Background: an optimization exercise with open tools, aiming at small area and a short achievable clock period. Do not read the settings as production practice. Function was checked by simulation only, so behaviour that the tests miss may differ from the original. Power figures rest on the tool's default switching activity, not on a simulated workload.

==> inputs of violet <==
==> flow/design.v <==
module lane_symbol_path (
    input  wire        clk,
    input  wire        rst,            
    input  wire        rx_valid,       
    input  wire [19:0] rx_bits,
    input  wire        cdr_lock,       
    input  wire        comma_align,    
    input  wire        bitslip,        
    input  wire        decode_check,   
    output reg         tx_valid,       
    output reg  [19:0] tx_bits,        
    output reg  [1:0]  code_err,       
    output reg  [1:0]  disp_err,       
    output reg         sym_lock,       
    output reg  [3:0]  word_phase      
);
    function [3:0] group_info(input [9:0] c);
        reg a, b, cc, d, e, i, f, g, h, j;
        reg [3:0] na, nd, nf;       
        reg [6:0] q6;               
        reg [4:0] q4;               
        reg k28n, k28p, kx7n, kx7p;
        reg xm, xp, ym, yp, bm, bp, pm, am, pp, ap;
        reg vn, vp, hi, n5;
        begin
            {j, h, g, f, i, e, d, cc, b, a} = c;
            na[0] = !a & !b & !cc;
            na[1] = (a & !b & !cc) | (!a & b & !cc) | (!a & !b & cc);
            na[2] = (a & b & !cc) | (a & !b & cc) | (!a & b & cc);
            na[3] = a & b & cc;
            nd[0] = !d & !e & !i;
            nd[1] = (d & !e & !i) | (!d & e & !i) | (!d & !e & i);
            nd[2] = (d & e & !i) | (d & !e & i) | (!d & e & i);
            nd[3] = d & e & i;
            nf[0] = !f & !g & !h;
            nf[1] = (f & !g & !h) | (!f & g & !h) | (!f & !g & h);
            nf[2] = (f & g & !h) | (f & !g & h) | (!f & g & h);
            nf[3] = f & g & h;
            q6[0] = na[0] & nd[0];
            q6[1] = (na[1] & nd[0]) | (na[0] & nd[1]);
            q6[2] = (na[2] & nd[0]) | (na[1] & nd[1]) | (na[0] & nd[2]);
            q6[3] = (na[3] & nd[0]) | (na[2] & nd[1]) | (na[1] & nd[2]) | (na[0] & nd[3]);
            q6[4] = (na[3] & nd[1]) | (na[2] & nd[2]) | (na[1] & nd[3]);
            q6[5] = (na[3] & nd[2]) | (na[2] & nd[3]);
            q6[6] = na[3] & nd[3];
            q4[0] = nf[0] & !j;
            q4[1] = (nf[1] & !j) | (nf[0] & j);
            q4[2] = (nf[2] & !j) | (nf[1] & j);
            q4[3] = (nf[3] & !j) | (nf[2] & j);
            q4[4] = nf[3] & j;
            hi = q6[6] | (q6[5] & !q4[0]) | (q6[4] & (q4[2] | q4[3] | q4[4])) |
                 (q6[3] & (q4[3] | q4[4])) | (q6[2] & q4[4]);
            n5 = (q6[5] & q4[0]) | (q6[4] & q4[1]) | (q6[3] & q4[2]) |
                 (q6[2] & q4[3]) | (q6[1] & q4[4]);
            xm = q6[3] & !(!a & !b & !cc);        
            xp = q6[4] & !(a & b & cc & d);       
            yp = q6[3] & !(a & b & cc);           
            ym = q6[2] & !(!a & !b & !cc & !d);   
            k28n = xp & e & i & !a & !b;          
            k28p = ym & !e & !i & a & b;          
            kx7n = (e & !i) | k28n;               
            kx7p = (!e & i) | k28p;               
            bm = (q4[2] & (f | g)) | (q4[3] & f & j);       
            bp = (q4[2] & !(f & g)) | (q4[1] & !f & !j);    
            pm = q4[3] & !j;
            am = q4[3] & !f;
            pp = q4[1] & j;
            ap = q4[1] & f;
            vn = (xm & (bm | (pm & !(e & i)) | (am & e & i))) |
                 (xp & (bp | (pp & !k28n) | (ap & kx7n)));
            vp = (yp & (bp | (pp & (e | i)) | (ap & !e & !i))) |
                 (ym & (bm | (pm & !k28p) | (am & kx7p)));
            group_info = {hi, !n5, vp, vn};
        end
    endfunction
    reg [19:0] prev_word;
    reg        have_prev;
    reg        ph_half;        
    reg [2:0]  ph_idx;
    reg        have_bnd;       
    reg        good_cnt;       
    reg        oph_half;       
    reg [2:0]  oph_idx;
    reg [1:0]  oth_cnt;        
    reg [19:0] grp_q;          
    reg        dc_q;           
    reg        b_rx_rd;        
    reg        b_rx_known;
    reg        b_out_rd;
    reg        kill;           
    wire        take   = rx_valid && have_prev;
    wire [25:0] window = {rx_bits[5:0], prev_word};
    reg  [19:0] cf;
    integer     s;
    always @(*)
        for (s = 0; s < 20; s = s + 1)
            cf[s] = (window[s +: 7] == 7'b1111100) || (window[s +: 7] == 7'b0000011);
    reg  [3:0]  pres, eqp, eqo;
    reg  [2:0]  qi [0:3];      
    reg  [4:0]  blk;
    integer     b;
    always @(*) begin
        for (b = 0; b < 4; b = b + 1) begin
            blk     = cf[b*5 +: 5];
            pres[b] = |blk;
            qi[b]   = {blk[4], blk[3] | blk[2], blk[3] | blk[1]};
            eqp[b]  = (ph_half == b[0]) && (ph_idx == qi[b]);     
            eqo[b]  = (oph_half == b[0]) && (oph_idx == qi[b]);   
        end
    end
    wire [3:0] fst = {pres[3] & ~|pres[2:0], pres[2] & ~|pres[1:0], pres[1] & !pres[0], pres[0]};
    wire [3:0] lst = {pres[3], pres[2] & !pres[3], pres[1] & ~|pres[3:2], pres[0] & ~|pres[3:1]};
    wire       any_c = |pres;
    wire       one_c = |(fst & lst);
    wire       e02   = |(cf[4:0] & cf[14:10]);
    wire       e13   = |(cf[9:5] & cf[19:15]);
    wire       sm2   = pres[0] & !pres[1] & pres[2] & e02;    
    wire       sm3   = pres[1] & !pres[2] & pres[3] & e13;    
    wire       same_fs   = sm2 | (!pres[0] & sm3);            
    wire       same_last = (sm2 & !pres[3]) | sm3;            
    wire       two_same  = (sm2 & !pres[3]) | (!pres[0] & sm3);
    wire       eqp_f = |(fst & eqp);
    wire       eqo_f = |(fst & eqo);
    wire       eqp_l = |(lst & eqp);
    wire       unlocked_ok = have_bnd & !sym_lock;
    wire       oth_run = sym_lock & eqo_f & (oth_cnt != 2'd0);   
    wire       unl   = oth_run & ((oth_cnt == 2'd3) | ((oth_cnt == 2'd2) & same_fs));
    wire       unl2  = oth_run & (oth_cnt == 2'd2) & same_fs;
    wire       c_lk  = (unlocked_ok & eqp_f & (good_cnt | same_fs)) | (sym_lock & !unl);
    wire       c_gd  = one_c ? (unlocked_ok & eqp_f) : (same_last & !unl2);
    wire       l_half = lst[1] | lst[3];
    wire [2:0] l_idx  = ({3{lst[0]}} & qi[0]) | ({3{lst[1]}} & qi[1]) |
                        ({3{lst[2]}} & qi[2]) | ({3{lst[3]}} & qi[3]);
    reg  [1:0] c_oc;
    always @(*) begin
        if (eqp_l)
            c_oc = 2'd0;
        else if (same_last)
            c_oc = (two_same & oth_run) ? 2'd3 : 2'd2;
        else
            c_oc = (one_c & oth_run) ? oth_cnt + 2'd1 : 2'd1;
    end
    wire       run_chain = comma_align && cdr_lock && take && any_c;
    reg        n_lock, n_have_bnd, n_good, n_half, n_ohalf;
    reg [2:0]  n_idx, n_oidx;
    reg [1:0]  n_oth_cnt;
    always @(*) begin
        n_have_bnd = have_bnd && comma_align && cdr_lock;
        n_lock     = sym_lock && comma_align && cdr_lock;
        n_good     = good_cnt;
        n_ohalf    = oph_half;
        n_oidx     = oph_idx;
        n_oth_cnt  = oth_cnt;
        n_half     = ph_half;
        n_idx      = ph_idx;
        if (run_chain) begin
            n_have_bnd = 1'b1;
            n_lock     = c_lk;
            n_good     = c_gd;
            n_ohalf    = l_half;
            n_oidx     = l_idx;
            n_oth_cnt  = c_oc;
            if (!c_lk) begin
                n_half = l_half;
                n_idx  = l_idx;
            end
        end else if (!comma_align && bitslip) begin
            if (ph_idx == 3'd4) begin
                n_half = !ph_half;
                n_idx  = 3'd0;
            end else
                n_idx  = ph_idx + 3'd1;
        end
    end
    wire [38:0] win_full = {rx_bits[18:0], prev_word};
    wire [23:0] sh5      = n_half ? win_full[28:5] : win_full[23:0];
    reg  [19:0] groups;
    integer     m;
    wire [4:0]  sel_oh = rst ? 5'b00000 : (5'b00001 << n_idx);
    always @(*)
        for (m = 0; m < 20; m = m + 1)
            groups[m] = (sel_oh[0] & sh5[m])   | (sel_oh[1] & sh5[m+1]) |
                        (sel_oh[2] & sh5[m+2]) | (sel_oh[3] & sh5[m+3]) |
                        (sel_oh[4] & sh5[m+4]);
    reg [9:0]  grp;
    reg        vn, vp, unb, hi, inr, fwd;
    reg        a_rx_rd, a_rx_known, a_out_rd;
    integer    k;
    always @(*) begin
        a_rx_rd    = b_rx_rd;
        a_rx_known = b_rx_known && dc_q;
        a_out_rd   = b_out_rd;
        tx_bits    = 20'd0;
        code_err   = 2'b00;
        disp_err   = 2'b00;
        for (k = 0; k < 2; k = k + 1) begin
            grp = grp_q[k*10 +: 10];
            {hi, unb, vp, vn} = group_info(grp);
            inr = a_rx_rd ? vp : vn;
            fwd = !dc_q || (a_rx_known && inr && (a_rx_rd == a_out_rd));
            if (dc_q) begin
                if (!(vn || vp)) begin
                    code_err[k] = 1'b1;
                    a_rx_known  = 1'b0;
                end else if (a_rx_known) begin
                    disp_err[k] = !inr;
                    a_rx_rd     = a_rx_rd ^ !inr ^ unb;
                end else if (!(vn && vp)) begin
                    a_rx_rd     = vp ^ unb;
                    a_rx_known  = 1'b1;
                end
            end
            tx_bits[k*10 +: 10] = fwd ? grp : (a_out_rd ? 10'b1110100001 : 10'b0001011110);
            if (fwd && unb)
                a_out_rd = hi;
        end
    end
    always @(*)
        word_phase = ph_half ? {1'b0, ph_idx} + 4'd5 : {1'b0, ph_idx};
    always @(posedge clk)
        if (rx_valid)
            prev_word <= rx_bits;
    always @(posedge clk)
        if (rst || take)
            grp_q <= groups;
    always @(posedge clk) begin
        if (rst) begin
            have_prev   <= 1'b0;
            sym_lock    <= 1'b0;
            have_bnd    <= 1'b0;
            ph_half     <= 1'b0;
            ph_idx      <= 3'd0;
            good_cnt    <= 1'b0;
            oph_half    <= 1'b0;
            oph_idx     <= 3'd0;
            oth_cnt     <= 2'd0;
            tx_valid    <= 1'b0;
            dc_q        <= 1'b0;
            b_rx_rd     <= 1'b0;
            b_rx_known  <= 1'b0;
            b_out_rd    <= 1'b0;
            kill        <= 1'b0;
        end else begin
            sym_lock   <= n_lock;
            have_bnd   <= n_have_bnd;
            ph_half    <= n_half;
            ph_idx     <= n_idx;
            good_cnt   <= n_good;
            oph_half   <= n_ohalf;
            oph_idx    <= n_oidx;
            oth_cnt    <= n_oth_cnt;
            tx_valid   <= take;
            if (rx_valid)
                have_prev <= 1'b1;
            if (take) begin
                dc_q       <= decode_check;
                b_rx_rd    <= a_rx_rd;
                b_rx_known <= a_rx_known && !kill;
                b_out_rd   <= a_out_rd;
                kill       <= 1'b0;
            end else if (!decode_check) begin
                kill       <= 1'b1;
            end
        end
    end
endmodule
==> flow/flow/run.sh <==
#!/bin/bash
# Layout flow: the standard ORFS flow (standard.sh, all steps), with
#  - an area-oriented ABC mapping script for the synthesis's logic mapping
#    (abc_area_map.script; the registers are mapped as in the standard
#    synthesis, before ABC),
#  - plain buffers (buf_2) instead of delay buffers on the ports,
#  - a smaller clock tree: clkbuf_8 buffers, no dummy loads.
# The clock period and constraints are the standard flow's (constraint.sdc, config.mk).
# Each tool's output is in orfs/logs/; make's own output in orfs_flow.log.
set -euo pipefail
W=$(pwd)
rm -rf "$W/scripts_local"
cp -r "$FLOW_HOME/scripts" "$W/scripts_local"
cp "$W/flow/abc_area_map.script" "$W/scripts_local/abc_speed.script"
export SCRIPTS_DIR="$W/scripts_local"
export BUFFER_PORTS_ARGS="-buffer_cell sky130_fd_sc_hd__buf_2"
export CTS_ARGS="-sink_clustering_enable -repair_clock_nets -buf_list sky130_fd_sc_hd__clkbuf_8 -root_buf sky130_fd_sc_hd__clkbuf_8 -dont_use_dummy_load -sink_clustering_size 20 -sink_clustering_max_diameter 100"
bash standard.sh > "$W/orfs_flow.log" 2>&1
==> flow/flow/abc_area_map.script <==
strash
dc2
dch -f
amap
topo
buffer -c
dnsize -c
==> flow/standard.sh <==
#!/bin/bash
# synth_recipe.tcl (not shown) runs the flow's synth.tcl, then flattens the netlist and writes it again
# the make line also repeats each setting of config.mk as NAME=value (left out here)
make -C /OpenROAD-flow-scripts/flow DESIGN_CONFIG=/design/flow/config.mk WORK_HOME=/design/flow/orfs CLKGATE_MAP_FILE= SYNTH_SCRIPT=/design/flow/synth_recipe.tcl "${@:-finish}"
==> flow/config.mk <==
export PLATFORM = sky130hd
export DESIGN_NAME = lane_symbol_path
export DESIGN_NICKNAME = lane_symbol_path
export VERILOG_FILES = /design/flow/design.v
export SDC_FILE = /design/flow/constraint.sdc
export NUM_CORES = 4
export LEC_CHECK = 0
export CAP_MARGIN = 20
export CORE_MARGIN = 2
export CORE_UTILIZATION = 40
export SLEW_MARGIN = 70
==> flow/constraint.sdc <==
create_clock -name core_clock -period 34.0 [get_ports {clk}]
set_input_delay 6.8000 -clock core_clock [delete_from_list [all_inputs] [get_ports {clk}]]
set_output_delay 6.8000 -clock core_clock [all_outputs]
set_load 0.01 [all_outputs]
==> inputs of zinc, as changes to violet <==
--- a/flow/design.v
+++ b/flow/design.v
@@ -178,8 +178,11 @@
     integer     m;
-    wire [4:0]  sel_oh = rst ? 5'b00000 : (5'b00001 << n_idx);
     always @(*)
         for (m = 0; m < 20; m = m + 1)
-            groups[m] = (sel_oh[0] & sh5[m])   | (sel_oh[1] & sh5[m+1]) |
-                        (sel_oh[2] & sh5[m+2]) | (sel_oh[3] & sh5[m+3]) |
-                        (sel_oh[4] & sh5[m+4]);
+            case (n_idx)
+                3'd0:    groups[m] = sh5[m];
+                3'd1:    groups[m] = sh5[m+1];
+                3'd2:    groups[m] = sh5[m+2];
+                3'd3:    groups[m] = sh5[m+3];
+                default: groups[m] = sh5[m+4];
+            endcase
     reg [9:0]  grp;
@@ -222,5 +225,2 @@
             prev_word <= rx_bits;
-    always @(posedge clk)
-        if (rst || take)
-            grp_q <= groups;
     always @(posedge clk) begin
@@ -237,2 +237,3 @@
             tx_valid    <= 1'b0;
+            grp_q       <= 20'd0;
             dc_q        <= 1'b0;
@@ -255,2 +256,3 @@
             if (take) begin
+                grp_q      <= groups;
                 dc_q       <= decode_check;
--- a/flow/flow/run.sh
+++ b/flow/flow/run.sh
@@ -6,3 +6,6 @@
 #  - plain buffers (buf_2) instead of delay buffers on the ports,
-#  - a smaller clock tree: clkbuf_8 buffers, no dummy loads.
+#  - a smaller clock tree: clkbuf_8 buffers, no dummy loads,
+#  - a setup margin for the flow's repair_timing calls a little beyond the
+#    slack the layout reaches without it, so that the repair upsizes the
+#    weak drivers on the few paths that set the achieved period.
 # The clock period and constraints are the standard flow's (constraint.sdc, config.mk).
@@ -17,2 +20,4 @@
 export CTS_ARGS="-sink_clustering_enable -repair_clock_nets -buf_list sky130_fd_sc_hd__clkbuf_8 -root_buf sky130_fd_sc_hd__clkbuf_8 -dont_use_dummy_load -sink_clustering_size 20 -sink_clustering_max_diameter 100"
+export SETUP_SLACK_MARGIN=22.6
+export TNS_END_PERCENT=0
 bash standard.sh > "$W/orfs_flow.log" 2>&1
--- a/flow/config.mk
+++ b/flow/config.mk
@@ -10,2 +10,2 @@
 export CORE_UTILIZATION = 40
-export SLEW_MARGIN = 70
+export SLEW_MARGIN = 60
==> inputs of willow, as changes to violet <==
--- a/flow/design.v
+++ b/flow/design.v
@@ -18,5 +18,4 @@
         reg a, b, cc, d, e, i, f, g, h, j;
-        reg [3:0] na, nd, nf;       
-        reg [6:0] q6;               
-        reg [4:0] q4;               
+        reg s1, c1, s2, c2, s3, c3, s4, c4, s5, c5;
+        reg w2, w3, w4, bal4;
         reg k28n, k28p, kx7n, kx7p;
@@ -24,46 +23,26 @@
         reg vn, vp, hi, n5;
+        reg [2:0] tw;
         begin
             {j, h, g, f, i, e, d, cc, b, a} = c;
-            na[0] = !a & !b & !cc;
-            na[1] = (a & !b & !cc) | (!a & b & !cc) | (!a & !b & cc);
-            na[2] = (a & b & !cc) | (a & !b & cc) | (!a & b & cc);
-            na[3] = a & b & cc;
-            nd[0] = !d & !e & !i;
-            nd[1] = (d & !e & !i) | (!d & e & !i) | (!d & !e & i);
-            nd[2] = (d & e & !i) | (d & !e & i) | (!d & e & i);
-            nd[3] = d & e & i;
-            nf[0] = !f & !g & !h;
-            nf[1] = (f & !g & !h) | (!f & g & !h) | (!f & !g & h);
-            nf[2] = (f & g & !h) | (f & !g & h) | (!f & g & h);
-            nf[3] = f & g & h;
-            q6[0] = na[0] & nd[0];
-            q6[1] = (na[1] & nd[0]) | (na[0] & nd[1]);
-            q6[2] = (na[2] & nd[0]) | (na[1] & nd[1]) | (na[0] & nd[2]);
-            q6[3] = (na[3] & nd[0]) | (na[2] & nd[1]) | (na[1] & nd[2]) | (na[0] & nd[3]);
-            q6[4] = (na[3] & nd[1]) | (na[2] & nd[2]) | (na[1] & nd[3]);
-            q6[5] = (na[3] & nd[2]) | (na[2] & nd[3]);
-            q6[6] = na[3] & nd[3];
-            q4[0] = nf[0] & !j;
-            q4[1] = (nf[1] & !j) | (nf[0] & j);
-            q4[2] = (nf[2] & !j) | (nf[1] & j);
-            q4[3] = (nf[3] & !j) | (nf[2] & j);
-            q4[4] = nf[3] & j;
-            hi = q6[6] | (q6[5] & !q4[0]) | (q6[4] & (q4[2] | q4[3] | q4[4])) |
-                 (q6[3] & (q4[3] | q4[4])) | (q6[2] & q4[4]);
-            n5 = (q6[5] & q4[0]) | (q6[4] & q4[1]) | (q6[3] & q4[2]) |
-                 (q6[2] & q4[3]) | (q6[1] & q4[4]);
-            xm = q6[3] & !(!a & !b & !cc);        
-            xp = q6[4] & !(a & b & cc & d);       
-            yp = q6[3] & !(a & b & cc);           
-            ym = q6[2] & !(!a & !b & !cc & !d);   
-            k28n = xp & e & i & !a & !b;          
-            k28p = ym & !e & !i & a & b;          
-            kx7n = (e & !i) | k28n;               
-            kx7p = (!e & i) | k28p;               
-            bm = (q4[2] & (f | g)) | (q4[3] & f & j);       
-            bp = (q4[2] & !(f & g)) | (q4[1] & !f & !j);    
-            pm = q4[3] & !j;
-            am = q4[3] & !f;
-            pp = q4[1] & j;
-            ap = q4[1] & f;
+            {c1, s1} = {1'b0, a} + {1'b0, b} + {1'b0, cc};
+            {c2, s2} = {1'b0, d} + {1'b0, e} + {1'b0, i};
+            {c3, s3} = {1'b0, f} + {1'b0, g} + {1'b0, h};
+            w3 = (s1 ^ s2) & (c1 ^ c2);
+            w4 = (s1 & s2 & (c1 ^ c2)) | (!s1 & !s2 & c1 & c2);
+            w2 = (s1 & s2 & !c1 & !c2) | (!s1 & !s2 & (c1 ^ c2));
+            k28n = !a & !b & cc & d & e & i;
+            k28p = a & b & !cc & !d & !e & !i;
+            kx7n = (e & !i & ((a & b & cc & !d) | (a & b & !cc & d) | (a & !b & cc & d) | (!a & b & cc & d))) | k28n;
+            kx7p = (!e & i & ((!a & !b & !cc & d) | (!a & !b & cc & !d) | (!a & b & !cc & !d) | (a & !b & !cc & !d))) | k28p;
+            xm = w3 & !(!a & !b & !cc);           
+            yp = w3 & !(a & b & cc);              
+            xp = w4 & !(a & b & cc & d);          
+            ym = w2 & !(!a & !b & !cc & !d);      
+            bal4 = ((f ^ g) & (h ^ j)) | ((f ~^ g) & (h ~^ j) & (f ^ h));
+            bm = (bal4 & !(!f & !g)) | (f & !g & h & j) | (f & g & !h & j);
+            bp = (bal4 & !(f & g)) | (!f & g & !h & !j) | (!f & !g & h & !j);
+            pm = f & g & h & !j;
+            am = !f & g & h & j;
+            pp = !f & !g & !h & j;
+            ap = f & !g & !h & !j;
             vn = (xm & (bm | (pm & !(e & i)) | (am & e & i))) |
@@ -72,2 +51,7 @@
                  (ym & (bm | (pm & !k28p) | (am & kx7p)));
+            {c4, s4} = {1'b0, s1} + {1'b0, s2} + {1'b0, s3};
+            {c5, s5} = {1'b0, s4} + {1'b0, j};
+            tw = {2'b0, c1} + {2'b0, c2} + {2'b0, c3} + {2'b0, c4} + {2'b0, c5};
+            hi = (tw >= 3'd3);
+            n5 = (tw == 3'd2) & s5;
             group_info = {hi, !n5, vp, vn};
@@ -92,7 +76,11 @@
     wire [25:0] window = {rx_bits[5:0], prev_word};
+    reg  [24:0] dif;
     reg  [19:0] cf;
     integer     s;
-    always @(*)
+    always @(*) begin
+        for (s = 0; s < 25; s = s + 1)
+            dif[s] = window[s] ^ window[s+1];
         for (s = 0; s < 20; s = s + 1)
-            cf[s] = (window[s +: 7] == 7'b1111100) || (window[s +: 7] == 7'b0000011);
+            cf[s] = !dif[s] && dif[s+1] && !(|dif[s+2 +: 4]);
+    end
     reg  [3:0]  pres, eqp, eqo;
@@ -178,8 +166,11 @@
     integer     m;
-    wire [4:0]  sel_oh = rst ? 5'b00000 : (5'b00001 << n_idx);
     always @(*)
         for (m = 0; m < 20; m = m + 1)
-            groups[m] = (sel_oh[0] & sh5[m])   | (sel_oh[1] & sh5[m+1]) |
-                        (sel_oh[2] & sh5[m+2]) | (sel_oh[3] & sh5[m+3]) |
-                        (sel_oh[4] & sh5[m+4]);
+            case (n_idx)
+                3'd0:    groups[m] = sh5[m];
+                3'd1:    groups[m] = sh5[m+1];
+                3'd2:    groups[m] = sh5[m+2];
+                3'd3:    groups[m] = sh5[m+3];
+                default: groups[m] = sh5[m+4];
+            endcase
     reg [9:0]  grp;
@@ -222,5 +213,2 @@
             prev_word <= rx_bits;
-    always @(posedge clk)
-        if (rst || take)
-            grp_q <= groups;
     always @(posedge clk) begin
@@ -237,2 +225,3 @@
             tx_valid    <= 1'b0;
+            grp_q       <= 20'd0;
             dc_q        <= 1'b0;
@@ -255,2 +244,3 @@
             if (take) begin
+                grp_q      <= groups;
                 dc_q       <= decode_check;
==> flow/flow/run.sh (replaced) <==
#!/bin/bash
# Layout flow: the standard ORFS flow (standard.sh, all steps), with
#  - an area-oriented ABC mapping script for the synthesis's logic mapping
#    (the registers are mapped as in the standard synthesis, before ABC),
#  - plain buffers (buf_2) instead of delay buffers on the ports,
#  - an extra setup margin for the flow's repair_timing calls, so that the
#    repair works on the paths that set the achieved period.
# The clock period and constraints are the standard flow's (constraint.sdc, config.mk).
set -euo pipefail
W=$(pwd)
rm -rf "$W/scripts_local"
cp -r "$FLOW_HOME/scripts" "$W/scripts_local"
cp "$W/flow/abc_area_map.script" "$W/scripts_local/abc_speed.script"
export SCRIPTS_DIR="$W/scripts_local"
export BUFFER_PORTS_ARGS="-buffer_cell sky130_fd_sc_hd__buf_2"
if [[ -f "$W/flow/setup_margin" ]]; then
  export SETUP_SLACK_MARGIN=$(cat "$W/flow/setup_margin")
fi
bash standard.sh > "$W/orfs_flow.log" 2>&1
--- a/flow/config.mk
+++ b/flow/config.mk
@@ -10,2 +10,2 @@
 export CORE_UTILIZATION = 40
-export SLEW_MARGIN = 70
+export SLEW_MARGIN = 20
==> comparison <==
Power, lowest first: zinc, violet, willow. Worst setup slack: zinc > violet > willow. Sequential power: willow is lower than zinc (about 0.7%). Clock power, highest first: willow, zinc, violet. In violet the non-clock buffer count is higher than in willow, by 5. Cell count, lowest first: violet, willow, zinc.

port drivers added, routing unchanged:
The flow's constraints put no driver on any port. The routed layouts listed below were extracted and timed again, unchanged, in two steps.
Step 1 assumes that a clkbuf_16 drives the clock port and a buf_2 every other input.
Step 2 times the ports against the registers' clock, not the clock port: input delays grow and output delays shrink by t, the midpoint of the rising clock arrivals with the driver on.
Three values: ideal ports, drivers, drivers and shift; two values: the first two.
run | t, ns | slack for setup (ns) | cell pins on the clock port's net
violet | 0.381 | 22.564 / 22.530 / 22.384 | 1
zinc | 0.378 | 22.867 / 22.831 / 22.521 | 1
willow | 0.375 | 21.347 / 21.360 / 20.985 | 1
After both steps every run listed still meets setup and hold. The setup slack of willow, which loses most, moves by +0.013 ns with the drivers and by -0.362 ns with both steps.
